From an optimization exercise on the open Yosys and OpenROAD flow, aimed at small area and a short achievable clock period; shortcuts taken in it are not production practice.
Only simulation tests tie the RTL to the original design; equivalence was not proved.
Power figures rest on the tool's default switching activity, not on a simulated workload.

## noc_flit_rx
module noc_flit_rx (
    input  wire         clk,
    input  wire         rst,           
    input  wire         in_valid,
    input  wire         in_head,       
    input  wire [255:0] in_flit,
    input  wire [9:0]   in_chk,
    output wire         out_valid,
    output wire         out_head,
    output wire [255:0] out_flit,
    output wire [9:0]   out_chk,
    output wire         out_poison,
    output reg  [31:0]  err_ce,        
    output reg  [31:0]  err_ue         
);
    wire [9:0]  syn_in;        
    reg         v_r;           
    reg         h_r;
    reg [255:0] d_r;           
    reg [3:0]   pl_r, ph_r;    
    reg [7:0]   tl_r, th_r;    
    reg [9:0]   c_r;           
    reg [5:0]   wl_r;          
    reg         wh0_r, wh1_r;  
    reg [5:0]   dc_r;          
    reg         discarding;    
    reg         ce_inc, ue_inc;
    reg [5:0] wl_in, wh_in;
    integer k;
    always @* begin
        wl_in = 6'd0;
        wh_in = 6'd0;
        for (k = 0; k < 32; k = k + 1) begin
            wl_in[(k&1)+(k>>1&1)+(k>>2&1)+(k>>3&1)+(k>>4&1)] =
                wl_in[(k&1)+(k>>1&1)+(k>>2&1)+(k>>3&1)+(k>>4&1)] | (syn_in[4:0] == k);
            wh_in[(k&1)+(k>>1&1)+(k>>2&1)+(k>>3&1)+(k>>4&1)] =
                wh_in[(k&1)+(k>>1&1)+(k>>2&1)+(k>>3&1)+(k>>4&1)] | (syn_in[9:5] == k);
        end
    end
    wire le_last = (syn_in[9:5] < 5'd17) || (syn_in[9:5] == 5'd17 && syn_in[4:0] <= 5'd19);
    wire [5:0] dc_in;
    assign dc_in[0] = wh_in[3] | (wh_in[5] & le_last);
    assign dc_in[1] = wh_in[2] | (wh_in[4] & le_last);
    assign dc_in[2] = wh_in[1] | (wh_in[3] & le_last);
    assign dc_in[3] = wh_in[0] | (wh_in[2] & le_last);
    assign dc_in[4] = wh_in[1] & le_last;
    assign dc_in[5] = wh_in[0] & le_last;
    reg [3:0] pl_in, ph_in;
    reg [7:0] tl_in, th_in;
    always @* begin
        for (k = 0; k < 4; k = k + 1) begin
            pl_in[k] = (syn_in[1:0] == k);
            ph_in[k] = (syn_in[6:5] == k);
        end
        for (k = 0; k < 8; k = k + 1) begin
            tl_in[k] = (syn_in[4:2] == k);
            th_in[k] = (syn_in[9:7] == k);
        end
    end
    wire [9:0] s_r;
    assign s_r[0] = pl_r[1] | pl_r[3];
  ...
For scale: roughly 1900 cells after synthesis, ~370 flip-flops, about 18000 sq um of cells after synthesis.
export LEC_CHECK = 0
export ABC_CLOCK_PERIOD_IN_PS = 7000
export CAP_MARGIN = 20
export CORE_MARGIN = 2
export CORE_UTILIZATION = 60
export CTS_BUF_LIST = sky130_fd_sc_hd__clkbuf_8
export CTS_CLUSTER_SIZE = 30
export SETUP_SLACK_MARGIN = 5
export SLEW_MARGIN = 20
create_clock -name core_clock -period 9.0 [get_ports {clk}]
standard.sh (not shown) runs the stock make flow with config.mk's settings and CLKGATE_MAP_FILE= SYNTH_SCRIPT=/design/flow/synth_recipe.tcl, a recipe that flattens the netlist after the stock synthesis.
==> flow/flow/run.sh <==
#!/bin/bash
# The standard layout (standard.sh), with two changes:
#  - the port buffers are the smallest buffer cell (buf_1) instead of the
#    slow clkdlybuf4s50_1 that buffer_ports picks by default;
#  - the 3-input XOR cells are added to the don't-use list, so the syndrome
#    tree maps to 2-input XORs, which are faster here.
set -euo pipefail
DU="$(make -s -C "$FLOW_HOME" DESIGN_CONFIG="$PWD/config.mk" WORK_HOME="$PWD/orfs" print-DONT_USE_CELLS 2> print.log | sed -n 's/^DONT_USE_CELLS: //p')"
echo "platform don't-use list: $DU" > run.log
for c in xor3_1 xor3_2 xor3_4 xnor3_1 xnor3_2 xnor3_4; do DU="$DU sky130_fd_sc_hd__$c"; done
bash standard.sh DONT_USE_CELLS="$DU" BUFFER_PORTS_ARGS="-buffer_cell sky130_fd_sc_hd__buf_1" finish > standard.log 2>&1
Edit:
--- a/flow/design.v
+++ b/flow/design.v
@@ -17,16 +17,16 @@
     reg         v_r;           
     reg         h_r;
     reg [255:0] d_r;           
     reg [3:0]   pl_r, ph_r;    
     reg [7:0]   tl_r, th_r;    
     reg [9:0]   c_r;           
     reg [5:0]   wl_r;          
-    reg         wh0_r, wh1_r;  
-    reg [5:0]   dc_r;          
+    reg [5:0]   wh_r;          
+    reg         le_r;          
     reg         discarding;    
     reg         ce_inc, ue_inc;
     reg [5:0] wl_in, wh_in;
     integer k;
     always @* begin
         wl_in = 6'd0;
         wh_in = 6'd0;
@@ -34,21 +34,14 @@
             wl_in[(k&1)+(k>>1&1)+(k>>2&1)+(k>>3&1)+(k>>4&1)] =
                 wl_in[(k&1)+(k>>1&1)+(k>>2&1)+(k>>3&1)+(k>>4&1)] | (syn_in[4:0] == k);
             wh_in[(k&1)+(k>>1&1)+(k>>2&1)+(k>>3&1)+(k>>4&1)] =
                 wh_in[(k&1)+(k>>1&1)+(k>>2&1)+(k>>3&1)+(k>>4&1)] | (syn_in[9:5] == k);
         end
     end
     wire le_last = (syn_in[9:5] < 5'd17) || (syn_in[9:5] == 5'd17 && syn_in[4:0] <= 5'd19);
-    wire [5:0] dc_in;
-    assign dc_in[0] = wh_in[3] | (wh_in[5] & le_last);
-    assign dc_in[1] = wh_in[2] | (wh_in[4] & le_last);
-    assign dc_in[2] = wh_in[1] | (wh_in[3] & le_last);
-    assign dc_in[3] = wh_in[0] | (wh_in[2] & le_last);
-    assign dc_in[4] = wh_in[1] & le_last;
-    assign dc_in[5] = wh_in[0] & le_last;
     reg [3:0] pl_in, ph_in;
     reg [7:0] tl_in, th_in;
     always @* begin
         for (k = 0; k < 4; k = k + 1) begin
             pl_in[k] = (syn_in[1:0] == k);
             ph_in[k] = (syn_in[6:5] == k);
         end
@@ -64,17 +57,24 @@
     assign s_r[3] = tl_r[2] | tl_r[3] | tl_r[6] | tl_r[7];
     assign s_r[4] = tl_r[4] | tl_r[5] | tl_r[6] | tl_r[7];
     assign s_r[5] = ph_r[1] | ph_r[3];
     assign s_r[6] = ph_r[2] | ph_r[3];
     assign s_r[7] = th_r[1] | th_r[3] | th_r[5] | th_r[7];
     assign s_r[8] = th_r[2] | th_r[3] | th_r[6] | th_r[7];
     assign s_r[9] = th_r[4] | th_r[5] | th_r[6] | th_r[7];
-    wire data_corr     = |(wl_r & dc_r);
-    wire chk_corr      = (wl_r[1] & wh0_r) | (wl_r[0] & wh1_r);
-    wire clean         = wl_r[0] & wh0_r;
+    wire [5:0] dc;
+    assign dc[0] = wh_r[3] | (wh_r[5] & le_r);
+    assign dc[1] = wh_r[2] | (wh_r[4] & le_r);
+    assign dc[2] = wh_r[1] | (wh_r[3] & le_r);
+    assign dc[3] = wh_r[0] | (wh_r[2] & le_r);
+    assign dc[4] = wh_r[1] & le_r;
+    assign dc[5] = wh_r[0] & le_r;
+    wire data_corr     = |(wl_r & dc);
+    wire chk_corr      = (wl_r[1] & wh_r[0]) | (wl_r[0] & wh_r[1]);
+    wire clean         = wl_r[0] & wh_r[0];
     wire correctable   = data_corr | chk_corr;
     wire uncorrectable = !clean & !correctable;
     wire [255:0] flip;
     wire drop = h_r ? uncorrectable : discarding;
     assign out_valid  = v_r && !drop;
     assign out_head   = h_r;
     assign out_flit   = d_r ^ flip;
@@ -906,13 +906,12 @@
         h_r <= in_head;
         d_r <= in_flit;
         pl_r <= pl_in;
         tl_r <= tl_in;
         ph_r <= ph_in;
         th_r <= th_in;
         wl_r <= wl_in;
-        wh0_r <= wh_in[0];
-        wh1_r <= wh_in[1];
-        dc_r <= dc_in;
+        wh_r <= wh_in;
+        le_r <= le_last;
         c_r <= in_chk;
     end
 endmodule
The new run passed the timing, design-rule and antenna checks.
Count of clock-buffer cells in the layout falls by 7.
Setup slack degrades by 0.25 ns.
Flip-flop and latch count falls by 1.
Routed wire length falls by 1.2%.
Global-route usage falls by 0.95 points.
Die area is about the same.
Via count falls by 0.75%.
Total power falls by about 10%.
Fmax falls by 5.8%.
Non-clock buffer count rises by 12.
Synthesized cell count barely changes.
Final cell count rises by about 0.47%.
Final area falls by about 0.4%.
Register-to-register slack degrades by 1.7 ns.

==> re-timing with driven ports <==
Ports are ideal in the flow. The routed layouts listed here were re-timed in OpenROAD.
Step 1: set_driving_cell puts a clkbuf_16 on clk and a buf_2 on each other input, an assumption about the parent block.
Step 2, shift: input delay + t, output delay - t, t = (earliest + latest rising clock arrival at the registers) / 2. This alone moves slack from input paths to output paths.
a / b / c = ideal ports / drivers / drivers and shift; a / b = the first two.
| run | t, ns | setup WS [ns] | latest minus earliest clock arrival (ns) |
|---|---|---|---|
| the first run | 0.671 | 4.963 / 4.943 / 4.318 | 0.033 / 0.033 |
| the second run | 0.647 | 4.716 / 4.665 / 4.327 | 0.039 / 0.039 |
After both steps setup and hold are still met in every run listed. The setup slack of the first run, which loses most, moves by -0.020 ns with the drivers and by -0.645 ns with both steps.
